Background: an optimization exercise with open tools, aiming at small area, a short achievable clock period and few clock cycles per item. Do not read the settings as production practice. At most, simulation tests tie the RTL to the original design; equivalence was not proved. The flow treats the clock pin as an ideal source, which a real chip does not have.

// comp_blend
module comp_blend (
    input  wire         clk,
    input  wire         rst,          
    input  wire         in_valid,
    output wire         in_ready,
    input  wire [7:0]   l_en,         
    input  wire [63:0]  z_order,      
    input  wire [79:0]  g_alpha,      
    input  wire [35:0]  bg_colour,    
    input  wire [9:0]   bg_alpha,     
    input  wire [1:0]   depth_sel,    
    input  wire [1:0]   rot,          
    input  wire [2:0]   x_lo,         
    input  wire [2:0]   y_lo,         
    input  wire [287:0] l_colour,     
    input  wire [79:0]  l_alpha,      
    input  wire [7:0]   l_inside,     
    output wire         out_valid,
    input  wire         out_ready,
    output reg  [11:0]  out_c0,       
    output reg  [11:0]  out_c1,       
    output reg  [11:0]  out_c2,       
    output reg  [9:0]   out_alpha,    
    output reg  [9:0]   out_key       
);
export LEC_CHECK = 0
export CAP_MARGIN = 20
export CORE_MARGIN = 2
export CORE_UTILIZATION = 40
export SETUP_SLACK_MARGIN = 4
export SLEW_MARGIN = 20
create_clock -name core_clock -period 50.0 [get_ports {clk}]
standard.sh (not shown) runs the stock make flow with config.mk's settings and CLKGATE_MAP_FILE= SYNTH_SCRIPT=/design/flow/synth_recipe.tcl, a recipe that flattens the netlist after the stock synthesis.
==> flow/flow/run.sh <==
#!/bin/bash
set -euo pipefail
here=$(cd "$(dirname "$0")" && pwd)
export BUFFER_PORTS_ARGS="-buffer_cell sky130_fd_sc_hd__buf_1"
export POST_CTS_TCL="$here/post_cts.tcl"
bash standard.sh finish > standard.log 2>&1
==> flow/flow/post_cts.tcl <==
# Extra setup repair after clock tree synthesis (sourced by ORFS's cts.tcl).
estimate_parasitics -placement
puts "post_cts: worst slack before [sta::worst_slack -max]"
repair_timing -setup -setup_margin 39 -skip_last_gasp -verbose
set result [catch { detailed_placement } msg]
if { $result != 0 } {
  error "Detailed placement failed after the extra repair: $msg"
}
check_placement -verbose
estimate_parasitics -placement
puts "post_cts: worst slack after [sta::worst_slack -max]"
The starting point passed the timing, design-rule and antenna checks.
Testbench counts at the start, summed over its fixed seeds: cycles 6,242, items 2,400.
Next try:
--- a/flow/config.mk
+++ b/flow/config.mk
@@ -10 +10,3 @@
-export CORE_UTILIZATION = 40
+export CORE_UTILIZATION = 50
+export CTS_CLUSTER_DIAMETER = 60
+export CTS_CLUSTER_SIZE = 24
What happened: Cell area fell by 0.47%; synthesized area does not change; critical path depth stays the same; global-route usage went up by 8.2 points; routed wire length climbs by 2.7%.

* * *

Another version of the RTL of comp_blend (not shown whole).
For scale: roughly 390 flip-flops.
clock: 50.0 ns
lec_check: 0
cap_margin: 20
core_margin: 2
core_utilization: 40
setup_slack_margin: 4
slew_margin: 20
==> flow/flow/run.sh <==
#!/bin/bash
# The standard layout, with every port buffered by a plain buf_1 instead of
# the buffer buffer_ports picks by itself (a slow delay cell).
set -euo pipefail
export BUFFER_PORTS_ARGS="-buffer_cell sky130_fd_sc_hd__buf_1"
bash standard.sh finish > standard.log 2>&1
==> next run, changes <==
==> flow/flow/run.sh (replaced) <==
#!/bin/bash
set -euo pipefail
here=$(cd "$(dirname "$0")" && pwd)
export BUFFER_PORTS_ARGS="-buffer_cell sky130_fd_sc_hd__buf_1"
export POST_CTS_TCL="$here/post_cts.tcl"
bash standard.sh finish > standard.log 2>&1
==> flow/flow/post_cts.tcl (new file) <==
# Extra setup repair after clock tree synthesis (sourced by ORFS's cts.tcl).
estimate_parasitics -placement
puts "post_cts: worst slack before [sta::worst_slack -max]"
repair_timing -setup -setup_margin 39 -skip_last_gasp -verbose
set result [catch { detailed_placement } msg]
if { $result != 0 } {
  error "Detailed placement failed after the extra repair: $msg"
}
check_placement -verbose
estimate_parasitics -placement
puts "post_cts: worst slack after [sta::worst_slack -max]"
Effect: Wire length hardly moves. Worst hold slack is about the same. Clock-buffer cell count is unchanged. Global-route usage hardly moves. Setup slack improved by 0.50 ns. Maximum frequency came out higher by a few percent. Synthesized cell count is unchanged.
Function was not checked in any run of this note: the RTL went through the layout flow alone.

* * *

Another version of the RTL of comp_blend (not shown whole).
Size in the first run: about 5300 cells after synthesis, about 380 flip-flops, about 650 I/O pins.
Design comp_blend, start of the top module:
module comp_blend (
    input  wire         clk,
    input  wire         rst,          
    input  wire         in_valid,
    output wire         in_ready,
    input  wire [7:0]   l_en,         
    input  wire [63:0]  z_order,      
    input  wire [79:0]  g_alpha,      
    input  wire [35:0]  bg_colour,    
    input  wire [9:0]   bg_alpha,     
    input  wire [1:0]   depth_sel,    
    input  wire [1:0]   rot,          
    input  wire [2:0]   x_lo,         
    input  wire [2:0]   y_lo,         
    input  wire [287:0] l_colour,     
    input  wire [79:0]  l_alpha,      
    input  wire [7:0]   l_inside,     
    output wire         out_valid,
    input  wire         out_ready,
    output reg  [11:0]  out_c0,       
    output reg  [11:0]  out_c1,       
    output reg  [11:0]  out_c2,       
    output reg  [9:0]   out_alpha,    
    output reg  [9:0]   out_key       
);
clock: 50.0 ns
lec_check: 0
cap_margin: 20
core_margin: 2
core_utilization: 40
setup_slack_margin: 4
slew_margin: 20
==> flow/flow/run.sh <==
#!/bin/bash
# The standard layout, with these changes in how it is made:
# - every port is buffered by a plain buf_1 (buffer_ports otherwise picks a
#   slow delay cell);
set -euo pipefail
here=$(cd "$(dirname "$0")" && pwd)
export BUFFER_PORTS_ARGS="-buffer_cell sky130_fd_sc_hd__buf_1"
export POST_CTS_TCL="$here/post_cts.tcl"
export POST_GLOBAL_ROUTE_TCL="$here/post_grt.tcl"
bash standard.sh finish > standard.log 2>&1
==> flow/flow/post_cts.tcl <==
# Extra setup repair after clock tree synthesis (sourced by ORFS's cts.tcl).
estimate_parasitics -placement
puts "post_cts: worst slack before [sta::worst_slack -max]"
repair_timing -setup -setup_margin 38.4 -skip_last_gasp -verbose
set result [catch { detailed_placement } msg]
if { $result != 0 } {
  error "Detailed placement failed after the extra repair: $msg"
}
check_placement -verbose
estimate_parasitics -placement
puts "post_cts: worst slack after [sta::worst_slack -max]"
==> flow/flow/post_grt.tcl <==
# Extra setup repair with global-route parasitics (sourced by ORFS's
# global_route.tcl after its own repair), then the incremental reroute and
# the route guides again, as global_route.tcl does after its repairs.
estimate_parasitics -global_routing
puts "post_grt: worst slack before [sta::worst_slack -max]"
global_route -start_incremental
repair_timing -setup -setup_margin 38.4 -skip_last_gasp -verbose
detailed_placement
global_route -end_incremental
check_placement -verbose
estimate_parasitics -global_routing
puts "post_grt: worst slack after [sta::worst_slack -max]"
write_guides $::env(RESULTS_DIR)/route.guide
Testbench counts at the start, summed over its fixed seeds: cycles 6,242, items 2,400.
Then changed:
==> flow/flow/run.sh (replaced) <==
#!/bin/bash
set -euo pipefail
here=$(cd "$(dirname "$0")" && pwd)
export BUFFER_PORTS_ARGS="-buffer_cell sky130_fd_sc_hd__buf_1"
export POST_CTS_TCL="$here/post_cts.tcl"
bash standard.sh finish > standard.log 2>&1
removed: flow/flow/post_grt.tcl
After rerunning:
- fmax stays flat
- count of clock-buffer cells in the layout stays the same
- utilization goes down by 1.1 points
- synthesized area does not change
- worst setup slack is better by 0.0058 ns
- register-to-register slack is worse by 0.34 ns

## static timing again, ports no longer ideal
The flow's constraints put no driver on any port. The routed layouts listed below were extracted and timed again, unchanged, in two steps. Step 1 (the two cells are an assumption about what drives the block):
set clk [get_ports {clk}]
set_driving_cell -lib_cell sky130_fd_sc_hd__clkbuf_16 $clk
set_driving_cell -lib_cell sky130_fd_sc_hd__buf_2 [delete_from_list [all_inputs] $clk]
Step 2 adds t to the input delays and takes it off the output delays; t is the mean of the earliest and latest rising clock arrival at the registers after step 1. Input paths then give back, and output paths get back, about the clock's delay inside the block. a / b / c = no drivers / after step 1 / after step 2; a / b = the first two.
run | t (ns) | slack for setup (ns) | hold WS [ns] | worst setup path at the end | slew at the worst register clock pin (ns)
the first run of note 1 | 0.746 | 37.775 / 37.815 / 37.071 | 0.419 / 0.419 / 0.419 | input to register | 0.07 / 0.07
the second run of note 1 | 0.723 | 37.754 / 37.773 / 37.051 | 0.425 / 0.425 / 0.425 | input to register | 0.08 / 0.08
the first run of note 2 | 0.748 | 37.666 / 37.576 / 37.338 | 0.427 / 0.427 / 0.427 | input to register | 0.07 / 0.07
the second run of note 2 | 0.746 | 38.161 / 38.072 / 38.138 | 0.427 / 0.427 / 0.427 | input to register | 0.07 / 0.07
the first run of note 3 | 0.721 | 37.873 / 37.777 / 37.397 | 0.419 / 0.419 / 0.419 | input to register | 0.07 / 0.07
the second run of note 3 | 0.720 | 37.878 / 37.785 / 37.375 | 0.418 / 0.418 / 0.418 | input to register | 0.07 / 0.07
After both steps every run listed still meets setup and hold. The setup slack of the first run of note 1, which loses most, moves by +0.040 ns with the drivers and by -0.704 ns with both steps.
